What follows belongs to an exercise in optimizing a design on an open flow for small area, a short achievable clock period and few clock cycles per item; a production flow would make more cautious choices. In this exercise RTL edits were held to simulation tests only and were not proved equivalent to the original.

==> inputs of v4 <==
// henma_angle_unit
module henma_angle_unit (
    input  wire        clk,
    input  wire        rst,
    input  wire        in_valid,
    output wire        in_ready,
    input  wire [2:0]  in_op,
    input  wire [63:0] in_a,
    input  wire [31:0] in_b,
    output wire        out_valid,
    output wire [63:0] out_res
);
clock: 17.0 ns
lec_check: 0
cap_margin: 20
core_margin: 2
core_utilization: 65
slew_margin: 20
run.sh (not shown) runs the stock make flow with config.mk's settings and CLKGATE_MAP_FILE= SYNTH_SCRIPT=/design/flow/synth_recipe.tcl, a recipe that flattens the netlist after the stock synthesis.
==> v16 (differences from v4) <==
--- a/flow/design.v
+++ b/flow/design.v
@@ -13,44 +13,46 @@
                      OP_ATAN2  = 3'd3, OP_ROT = 3'd4, OP_IROT = 3'd5;
     localparam [2:0] B_NONE = 3'd0, B_X2 = 3'd1, B_T = 3'd2, B_VS = 3'd3,
                      B_VC = 3'd4, B_ACC = 3'd5, B_LO = 3'd6, B_HI = 3'd7;
     localparam [1:0] C_IDLE = 2'd0, C_NORM = 2'd1, C_ITER = 2'd2, C_DONE = 2'd3;
     reg        buf_v;
     reg [2:0]  buf_op;
     reg        buf_rot;
-    reg [63:0] buf_a;
-    reg [31:0] buf_b;
+    reg [31:0] buf_hi;            
+    reg [31:0] buf_ang;           
+    reg [31:0] buf_oth;           
     always @(posedge clk)
         if (in_ready) begin
             buf_op  <= in_op;
             buf_rot <= in_op[2];
-            buf_a   <= in_a;
-            buf_b   <= in_b;
+            buf_hi  <= in_a[63:32];
+            buf_ang <= in_op[2] ? in_b : in_a[31:0];
+            buf_oth <= in_op[2] ? in_a[31:0] : in_b;
         end
     wire        b_irot = (buf_op == OP_IROT);
-    wire [31:0] ang    = buf_rot ? buf_b : buf_a[31:0];
+    wire [31:0] ang    = buf_ang;
     wire [1:0]  quad   = ang[31:30];
     wire [29:0] u      = ang[29:0];
     wire        qodd   = quad[0];
     wire        m_s    = (buf_op == OP_SINCOS) | buf_rot | ((buf_op == OP_SIN) & ~qodd) |
                          ((buf_op == OP_COS) & qodd);
     wire        m_c    = (buf_op == OP_SINCOS) | buf_rot | ((buf_op == OP_SIN) & qodd) |
                          ((buf_op == OP_COS) & ~qodd);
     wire [4:0]  m_rel  = buf_rot ? 5'd16 : 5'd13;
     wire        nsin   = quad[1];
     wire        ncos   = quad[1] ^ quad[0];
-    wire [31:0] px     = buf_a[31:0];
-    wire [31:0] py     = buf_a[63:32];
+    wire [31:0] px     = buf_oth;
+    wire [31:0] py     = buf_hi;
     reg        mu_act;
     reg [4:0]  mc;
     reg [1:0]  mu_pend;           
     reg [29:0] x2s;
     reg [30:0] x2c, uc;
     reg [31:0] t;
-    reg [30:0] s_val, c_val;
+    reg [31:0] s_val, c_val;      
     reg [63:0] acc;
     reg [31:0] rx, ry;            
     reg [1:0]  tl_n;
     reg        tl_rot, tl_qodd, tl_nsin, tl_ncos, tl_irot, tl_spec;
     reg [2:0]  tl_opk;
     reg [1:0]  tl_q;
     reg        sa_u, sa_t, sa_x, sa_y;
@@ -67,45 +69,44 @@
     function [31:0] kcoef(input [2:0] k);
         case (k)
             3'd2:    kcoef = 32'd172272;
             3'd3:    kcoef = -32'd5026995;
             3'd4:    kcoef = 32'd85569306;
             3'd5:    kcoef = -32'd693598668;
             3'd6:    kcoef = 32'd1686629713;
+            3'd7:    kcoef = 32'hFFFF_FFFF;
             default: kcoef = 32'd0;
         endcase
     endfunction
     wire [31:0] pa = ({32{sa_u}} & {2'b00, u}) | ({32{sa_t}} & t) |
                      ({32{sa_x}} & rx) | ({32{sa_y}} & ry);
     wire [30:0] pb = ({31{sb_u}} & {1'b0, u}) | ({31{sb_x2s}} & {1'b0, x2s}) |
                      ({31{sb_x2c}} & x2c) | ({31{sb_uc}} & uc) |
-                     ({31{sb_sv}} & s_val) | ({31{sb_cv}} & c_val);
+                     ({31{sb_sv}} & s_val[30:0]) | ({31{sb_cv}} & c_val[30:0]);
     wire [63:0] ms, mcy;
     hm_mul u_mul (.a(pa), .b(pb), .neg(d_neg), .k(kcoef(d_k)), .rb(d_rb), .s(ms), .c(mcy));
-    wire [30:0] x2_side = mc[0] ? x2c : {1'b0, x2s};
+    reg         side_c;           
+    wire [30:0] x2_side = side_c ? x2c : {1'b0, x2s};
     wire [36:0] x61 = {x2_side, 6'd0} - {x2_side, 2'd0} + {6'd0, x2_side};
     wire [31:0] t1  = -32'd3864 + {26'd0, x61[35:30]};
-    wire        b_accum = (bop == B_LO) | (bop == B_HI);
+    reg         d_acc, b_accum;
     wire [63:0] vsum = ps + pc + (b_accum ? acc : 64'd0);
-    wire [30:0] vmin = (vsum[61:30] > 32'h4000_0000) ? 31'h4000_0000 : vsum[60:30];
-    wire [30:0] vval = bspec ? 31'h4000_0000 : vmin;
+    reg         d_inv, b_inv;
+    wire [31:0] vval = bspec ? (b_inv ? 32'hC000_0000 : 32'h4000_0000)
+                             : (vsum[61:30] ^ {32{b_inv}});
     wire        v_tie = (vsum[29:0] == 30'd0);
     wire        v_ovf = ~((vsum[63:61] == 3'b000) | (vsum[63:61] == 3'b111));
     wire [31:0] v_rnd = v_ovf ? (vsum[63] ? 32'h8000_0000 : 32'h7FFF_FFFF)
                               : {vsum[61:31], vsum[30] & ~v_tie};
     reg        fin_go;
     reg [2:0]  fin_op;
     reg [1:0]  fin_q;
     wire       f_qodd = fin_q[0];
-    wire       f_ns   = fin_q[1];
-    wire       f_nc   = fin_q[1] ^ fin_q[0];
-    wire [30:0] f_sinm = f_qodd ? c_val : s_val;
-    wire [30:0] f_cosm = f_qodd ? s_val : c_val;
-    wire [31:0] f_sin  = ({1'b0, f_sinm} ^ {32{f_ns}}) + {31'd0, f_ns};
-    wire [31:0] f_cos  = ({1'b0, f_cosm} ^ {32{f_nc}}) + {31'd0, f_nc};
+    wire [31:0] f_sin  = f_qodd ? c_val : s_val;
+    wire [31:0] f_cos  = f_qodd ? s_val : c_val;
     wire [63:0] f_res  = (fin_op == OP_SINCOS) ? {f_cos, f_sin} :
                          (fin_op == OP_SIN)    ? {32'd0, f_sin} : {32'd0, f_cos};
     reg [63:0] rq0, rq1, rq2;
     reg [1:0]  rq_wp, rq_rp;
     reg [1:0]  rq_cnt;
     wire       mu_push = fin_go | (bop == B_HI);
     always @(posedge clk) begin
@@ -119,14 +120,15 @@
             case (rq_wp) 2'd0: rq0[63:32] <= v_rnd; 2'd1: rq1[63:32] <= v_rnd; default: rq2[63:32] <= v_rnd; endcase
         end
     end
     always @(posedge clk) begin
         ps <= ms;
         pc <= mcy;
         bspec <= d_spec;
+        b_inv <= d_inv;
         b_opk <= d_opk;
         b_q   <= d_q;
         if (mu_act && mc == 5'd14) begin
             rx <= px;
             ry <= py;
         end
         case (bop)
@@ -200,16 +202,36 @@
     reg  [4:0]  d_msb;
     integer kk;
     always @(*) begin
         d_msb = 5'd0;
         for (kk = 0; kk < 32; kk = kk + 1)
             if (mag_m[kk]) d_msb = kk[4:0];
     end
-    wire [63:0] sh_x = $signed(cx) >>> ci;
-    wire [63:0] sh_y = $signed(cy) >>> ci;
+    reg  [3:0]  csl;              
+    reg  [7:0]  csh;              
+    function [63:0] ashr(input [63:0] v, input [3:0] sl, input [7:0] sh);
+        reg [66:0] l1;
+        reg [63:0] r;
+        integer i, k;
+        begin
+            for (i = 0; i < 67; i = i + 1) begin
+                l1[i] = 1'b0;
+                for (k = 0; k < 4; k = k + 1)
+                    l1[i] = l1[i] | (sl[k] & ((i + k) > 63 ? v[63] : v[(i + k) > 63 ? 63 : i + k]));
+            end
+            for (i = 0; i < 64; i = i + 1) begin
+                r[i] = 1'b0;
+                for (k = 0; k < 8; k = k + 1)
+                    r[i] = r[i] | (sh[k] & ((i + 4 * k) > 63 ? v[63] : l1[(i + 4 * k) > 63 ? 63 : i + 4 * k]));
+            end
+            ashr = r;
+        end
+    endfunction
+    wire [63:0] sh_x = ashr(cx, csl, csh);
+    wire [63:0] sh_y = ashr(cy, csl, csh);
     reg         cpos;             
     wire        cneg = ~cpos;
     wire [63:0] cy_b  = sh_x ^ {64{cpos}};
     wire        cy_z  = &(~(cy ^ cy_b ^ {cy[62:0] | cy_b[62:0], cpos}));
     wire [64:0] cx_it = {cx, 1'b1} + {sh_y ^ {64{cneg}}, cneg};
     wire [64:0] cy_it = {cy, 1'b1} + {cy_b, cpos};
     wire [32:0] ca_it = {acc_a, 1'b1} + {tval ^ {32{cneg}}, cneg};
@@ -231,14 +253,16 @@
     wire tf_push  = accept & ~rst;
     wire tf_pop   = emit_cu | emit_mu;
     wire mu_cand  = accept ? (in_op != OP_ATAN2)
                            : (buf_v & ~release_ & (buf_op != OP_ATAN2) & ~mu_act);
     wire mu_go    = mu_cand & (~mu_act | mu_rel) & ({1'b0, rq_cnt} + {1'b0, mu_pend} <= 3'd2);
     wire mu_act_n = mu_go | (mu_act & ~mu_rel);
     wire [4:0] mc_n = mu_go ? 5'd0 : mc + 5'd1;
+    wire       act_c = mu_act & ~mu_rel;
+    wire [4:0] mc_c  = mc + 5'd1;
     reg [1:0] cu_st_n;
     always @(*) begin
         cu_st_n = cu_st;
         case (cu_st)
             C_IDLE: if (cu_d0) cu_st_n = (ax_z | ay_z) ? C_DONE : C_NORM;
             C_NORM: cu_st_n = C_ITER;
             C_ITER: if (ci == 5'd30) cu_st_n = C_DONE;
@@ -252,97 +276,105 @@
                           (tf_pop & ~tf_push) ? (tf_rp_n != tf_wp) : tf_ne;
     wire       head_n   = tf[tf_rp_n];
     wire       ov_n     = tf_ne_n & (head_n ? (cu_st_n == C_DONE) : (rq_cnt_n != 2'd0));
     wire       cq_v_n   = cu_take | (cq_v & ~cu_d0);
     wire [2:0] op_n     = accept ? in_op : buf_op;
     wire       rot_n    = accept ? in_op[2] : buf_rot;
     wire       cu_take_n = buf_v_n & (op_n == OP_ATAN2) & (~cq_v_n | ((cu_st_n == C_IDLE) & cq_v_n));
-    wire       mu_rel_n = mu_act_n & (mc_n == (rot_n ? 5'd16 : 5'd13));
+    wire       mu_rel_n = ~mu_go & act_c & (mc_c == m_rel);
     wire       rdy_n    = ~buf_v_n | mu_rel_n | cu_take_n;
     wire [1:0] tv_n    = mu_rel ? (buf_rot ? 2'd2 : m_c ? 2'd1 : 2'd0) : tl_n;
     wire       tv_rot  = mu_rel ? buf_rot : tl_rot;
     wire       tv_qodd = mu_rel ? qodd : tl_qodd;
     wire       tv_nsin = mu_rel ? nsin : tl_nsin;
     wire       tv_ncos = mu_rel ? ncos : tl_ncos;
     wire       tv_irot = mu_rel ? b_irot : tl_irot;
     wire       tv_spec = mu_rel ? (u == 30'd0) : tl_spec;
     wire [2:0] tv_opk  = mu_rel ? buf_op : tl_opk;
     wire [1:0] tv_q    = mu_rel ? quad : tl_q;
-    wire       cur_pass = mu_act_n & ((mc_n == 5'd0) | (mc_n >= 5'd3));
-    wire       tl_issue = ~cur_pass & (tv_n != 2'd0);
+    wire       cur_pass = act_c & (mc_c >= 5'd3);
+    wire       tl_issue = ~mu_go & ~cur_pass & (tv_n != 2'd0);
     reg n_au, n_at, n_ax, n_ay, n_bu, n_bx2s, n_bx2c, n_buc, n_bsv, n_bcv;
-    reg n_neg, n_rb, n_spec, n_fin;
+    reg n_neg, n_rb, n_spec, n_fin, n_inv;
     reg [2:0] n_k, n_bop, n_opk;
     reg [1:0] n_q;
     always @(*) begin
         {n_au, n_at, n_ax, n_ay, n_bu, n_bx2s, n_bx2c, n_buc, n_bsv, n_bcv} = 10'd0;
-        n_neg = 1'b0; n_rb = 1'b0; n_spec = 1'b0; n_fin = 1'b0;
-        n_k = mc_n[3:1] + {2'd0, mc_n[0]};
+        n_neg = 1'b0; n_rb = 1'b0; n_spec = 1'b0; n_fin = 1'b0; n_inv = 1'b0;
+        n_k = 3'd0;
         n_bop = B_NONE;
         n_opk = buf_op;
         n_q   = quad;
-        if (tl_issue) begin
+        if (~cur_pass & (tv_n != 2'd0)) begin
             n_opk = tv_opk;
             n_q   = tv_q;
             if (!tv_rot) begin
                 n_at = 1'b1; n_buc = 1'b1; n_spec = tv_spec;
                 n_bop = B_VC; n_fin = 1'b1;
+                n_inv = tv_q[1]; n_k = tv_q[1] ? 3'd7 : 3'd0;
             end else if (tv_n == 2'd2) begin
                 n_bsv = 1'b1; n_bop = B_ACC;
                 if (~tv_qodd) begin n_ax = 1'b1; n_neg = tv_nsin ^ ~tv_irot; end
                 else          begin n_ay = 1'b1; n_neg = tv_ncos; end
             end else begin
                 n_bcv = 1'b1; n_bop = B_HI; n_rb = 1'b1;
                 if (~tv_qodd) begin n_ay = 1'b1; n_neg = tv_ncos; end
                 else          begin n_ax = 1'b1; n_neg = tv_nsin ^ ~tv_irot; end
             end
-        end else if (mu_act_n) begin
-            if (mc_n == 5'd0) begin
-                n_au = 1'b1; n_bu = 1'b1; n_bop = B_X2;
-            end else if (mc_n >= 5'd3 && mc_n <= 5'd12) begin
+        end else if (act_c) begin
+            if (mc_c >= 5'd3 && mc_c <= 5'd12) begin
                 n_at = 1'b1;
-                if (mc_n[0]) begin n_bx2s = 1'b1; if (m_s) n_bop = B_T; end
+                n_k = mc_c[3:1] + {2'd0, mc_c[0]};
+                if (mc_c[0]) begin n_bx2s = 1'b1; if (m_s) n_bop = B_T; end
                 else         begin n_bx2c = 1'b1; if (m_c) n_bop = B_T; end
-            end else if (mc_n == 5'd13) begin
+            end else if (mc_c == 5'd13) begin
                 n_at = 1'b1; n_bu = 1'b1;
                 if (m_s) begin n_bop = B_VS; n_fin = ~m_c; end
-            end else if (mc_n == 5'd14) begin
+                n_inv = ~buf_rot & (quad[1] ^ quad[0]);
+                n_k = (~buf_rot & (quad[1] ^ quad[0])) ? 3'd7 : 3'd0;
+            end else if (mc_c == 5'd14) begin
                 n_at = 1'b1; n_buc = 1'b1; n_spec = (u == 30'd0); n_bop = B_VC;
-            end else if (mc_n == 5'd15) begin
+            end else if (mc_c == 5'd15) begin
                 n_bsv = 1'b1; n_bop = B_ACC;
                 if (~qodd) begin n_ay = 1'b1; n_neg = nsin ^ b_irot; end
                 else       begin n_ax = 1'b1; n_neg = ncos; end
-            end else if (mc_n == 5'd16) begin
+            end else if (mc_c == 5'd16) begin
                 n_bcv = 1'b1; n_bop = B_LO; n_rb = 1'b1;
                 if (~qodd) begin n_ax = 1'b1; n_neg = ncos; end
                 else       begin n_ay = 1'b1; n_neg = nsin ^ b_irot; end
             end
         end
     end
+    wire [9:0] q_sel = mu_go ? 10'b1000_1000_00 :
+                       {n_au, n_at, n_ax, n_ay, n_bu, n_bx2s, n_bx2c, n_buc, n_bsv, n_bcv};
+    wire [2:0] q_bop = mu_go ? B_X2 : n_bop;
     always @(posedge clk) begin
-        {sa_u, sa_t, sa_x, sa_y, sb_u, sb_x2s, sb_x2c, sb_uc, sb_sv, sb_cv} <=
-            {n_au, n_at, n_ax, n_ay, n_bu, n_bx2s, n_bx2c, n_buc, n_bsv, n_bcv};
-        d_neg  <= n_neg;
-        d_rb   <= n_rb;
-        d_spec <= n_spec;
-        d_k    <= n_k;
+        {sa_u, sa_t, sa_x, sa_y, sb_u, sb_x2s, sb_x2c, sb_uc, sb_sv, sb_cv} <= q_sel;
+        d_neg  <= n_neg & ~mu_go;
+        d_acc  <= ~mu_go & ((n_bop == B_LO) | (n_bop == B_HI));
+        side_c <= ~mu_go & (mc_c == 5'd3);
+        b_accum <= d_acc;
+        d_rb   <= n_rb & ~mu_go;
+        d_spec <= n_spec & ~mu_go;
+        d_inv  <= n_inv & ~mu_go;
+        d_k    <= mu_go ? 3'd0 : n_k;
         d_opk  <= n_opk;
         d_q    <= n_q;
         tl_rot  <= tv_rot;
         tl_qodd <= tv_qodd;
         tl_nsin <= tv_nsin;
         tl_ncos <= tv_ncos;
         tl_irot <= tv_irot;
         tl_spec <= tv_spec;
         tl_opk  <= tv_opk;
         tl_q    <= tv_q;
         if (tf_push) tf[tf_wp] <= (in_op == OP_ATAN2);
         if (cu_take) begin
-            cq_y <= buf_a[31:0];
-            cq_x <= buf_b;
+            cq_y <= buf_ang;
+            cq_x <= buf_oth;
         end
     end
     always @(posedge clk) begin
         if (rst) begin
             in_ready_r <= 1'b1;
             ov_r       <= 1'b0;
             head_r     <= 1'b0;
@@ -369,16 +401,16 @@
             ov_r       <= ov_n;
             head_r     <= head_n;
             buf_v      <= buf_v_n;
             mu_act     <= mu_act_n;
             mc         <= mc_n;
             mu_pend    <= mu_pend + {1'b0, mu_go} - {1'b0, mu_push};
             tl_n       <= tv_n - {1'b0, tl_issue};
-            d_bop      <= n_bop;
-            d_fin      <= n_fin;
+            d_bop      <= q_bop;
+            d_fin      <= n_fin & ~mu_go;
             bop        <= d_bop;
             bfin       <= d_fin;
             fin_go     <= bfin;
             if (mu_push) rq_wp <= (rq_wp == 2'd2) ? 2'd0 : rq_wp + 2'd1;
             if (emit_mu) rq_rp <= (rq_rp == 2'd2) ? 2'd0 : rq_rp + 2'd1;
             rq_cnt     <= rq_cnt + {1'b0, mu_push} - {1'b0, emit_mu};
             cu_st      <= cu_st_n;
@@ -390,31 +422,37 @@
     end
     always @(posedge clk) begin
         case (cu_st)
             C_IDLE: if (cu_d0) begin
                 cx    <= {mag_x, 31'd0};
                 cy    <= {d_y, 31'd0};
                 ci    <= d_msb;
+                csl   <= 4'b0001 << d_msb[1:0];
+                csh   <= 8'b0000_0001 << d_msb[4:2];
                 cpos  <= ~d_y[32] & (d_y != 33'd0);
                 if (ax_z)
                     acc_a <= ay[31] ? 32'hC000_0000 : ay_z ? 32'h0 : 32'h4000_0000;
                 else
                     acc_a <= ax[31] ? 32'h8000_0000 : 32'h0;
             end
             C_NORM: begin
                 cx <= {sh_x[34:0], 29'd0};
                 cy <= {sh_y[34:0], 29'd0};
                 ci <= 5'd0;
+                csl <= 4'b0001;
+                csh <= 8'b0000_0001;
             end
             C_ITER: begin
                 cx    <= cx_it[64:1];
                 cy    <= cy_it[64:1];
                 acc_a <= ca_it[32:1];
                 cpos  <= ~cy_it[64] & ~cy_z;
                 ci    <= ci + 5'd1;
+                csl   <= {csl[2:0], csl[3]};
+                if (csl[3]) csh <= {csh[6:0], csh[7]};
             end
             default: ;
         endcase
     end
 endmodule
 module hm_mul (
     input  wire [31:0] a,
==> v12 (differences from v4) <==
CORE_UTILIZATION = 40   (was 65)
==> run_results.csv <==
group,metric,value,unit
outcome,status,"complete, no violations",
final_layout,mostFrequentLayoutCell,"nand2_1",
synthesis,synth_enable_flop_cells,651,
setup_path,cp-endpoint,"cy[60]$_DFFE_PP_",
synthesis,muxShareOfSynthArea,0.06917,
timing,period_minus_slack,7633,ps
synthesis,synth_simple_gate_area_frac,0.1198,
setup_path,crit_fanout,60,
global_route,met2_usage,0.6956,
timing,whs,328.9,ps
clocking,clk_pin_slew_worst_paths,70,ps
setup_path,worstSetupPathDepth,23,
global_route,grt_first_pass_wirelength,546.2,mm
drt,wl,375.4,mm
setup_path,startpoint,"ci[1]$_DFFE_PP_",
final_layout,nNonClkInverters,845,
synthesis,synth-xor-area-share,0.1141,
Source of the figures above: v4

==> run_results.csv <==
group,metric,value,unit
synthesis,synth-xor-area-share,0.1079,
clocking,clk_pin_slew_worst_paths,70,ps
drt,wl,376.3,mm
global_route,met2_usage,0.7029,
synthesis,muxShareOfSynthArea,0.03565,
final_layout,nNonClkInverters,846,
timing,period_minus_slack,8087,ps
setup_path,worstSetupPathDepth,21,
synthesis,synth_enable_flop_cells,665,
final_layout,mostFrequentLayoutCell,"inv_1",
synthesis,synth_top_family_by_area,"compound AO/OA/AOI/OAI gates",
outcome,status,"complete, no violations",
setup_path,crit_fanout,55,
synthesis,synth_simple_gate_area_frac,0.1110,
timing,whs,327.1,ps
setup_path,cp-endpoint,"cx[60]$_DFFE_PP_",
Source of the figures above: v16

==> run_results.csv <==
group,metric,value,unit
global_route,grt_first_pass_wirelength,587.3,mm
setup_path,crit_fanout,58,
final_layout,mostFrequentLayoutCell,"nand2_1",
drt,wl,407.7,mm
global_route,met2_usage,0.4812,
final_layout,nNonClkInverters,845,
synthesis,synth_simple_gate_area_frac,0.1198,
outcome,status,"complete, no violations",
synthesis,muxShareOfSynthArea,0.06917,
setup_path,worstSetupPathDepth,22,
clocking,clk_pin_slew_worst_paths,60,ps
timing,period_minus_slack,8051,ps
Source of the figures above: v12

Testbench counts of v4, summed over its fixed seeds: cycles 114,154, items 8,000.
Testbench counts of v16, summed over its fixed seeds: cycles 114,154, items 8,000.
Testbench counts of v12, summed over its fixed seeds: cycles 114,154, items 8,000.

-- re-timing with driven ports --
In the flow no input, the clock included, has a driving cell. The finished layouts below were timed again as built, in two steps. Step 1: set_driving_cell puts a clkbuf_16 on clk and a buf_2 on each other input, an assumption about the parent block. Step 2 times the ports against the registers' clock, not the clock port: input delays grow and output delays shrink by t, the midpoint of the rising clock arrivals with the driver on. a / b / c = ideal ports / drivers / drivers and shift; a / b = the first two.
| run | t, ns | setup WS [ns] | clock arrival spread, ns | slew at the worst register clock pin (ns) |
|---|---|---|---|---|
| v4 | 0.875 | 9.367 / 9.367 / 9.336 | 0.075 / 0.075 | 0.07 / 0.07 |
| v16 | 0.881 | 8.913 / 8.913 / 8.913 | 0.106 / 0.106 | 0.07 / 0.07 |
| v12 | 0.903 | 8.949 / 8.949 / 8.949 | 0.043 / 0.043 | 0.07 / 0.07 |
After both steps every run listed still meets setup and hold. The setup slack of v4, which loses most, moves by 0.000 ns with the drivers and by -0.031 ns with both steps.
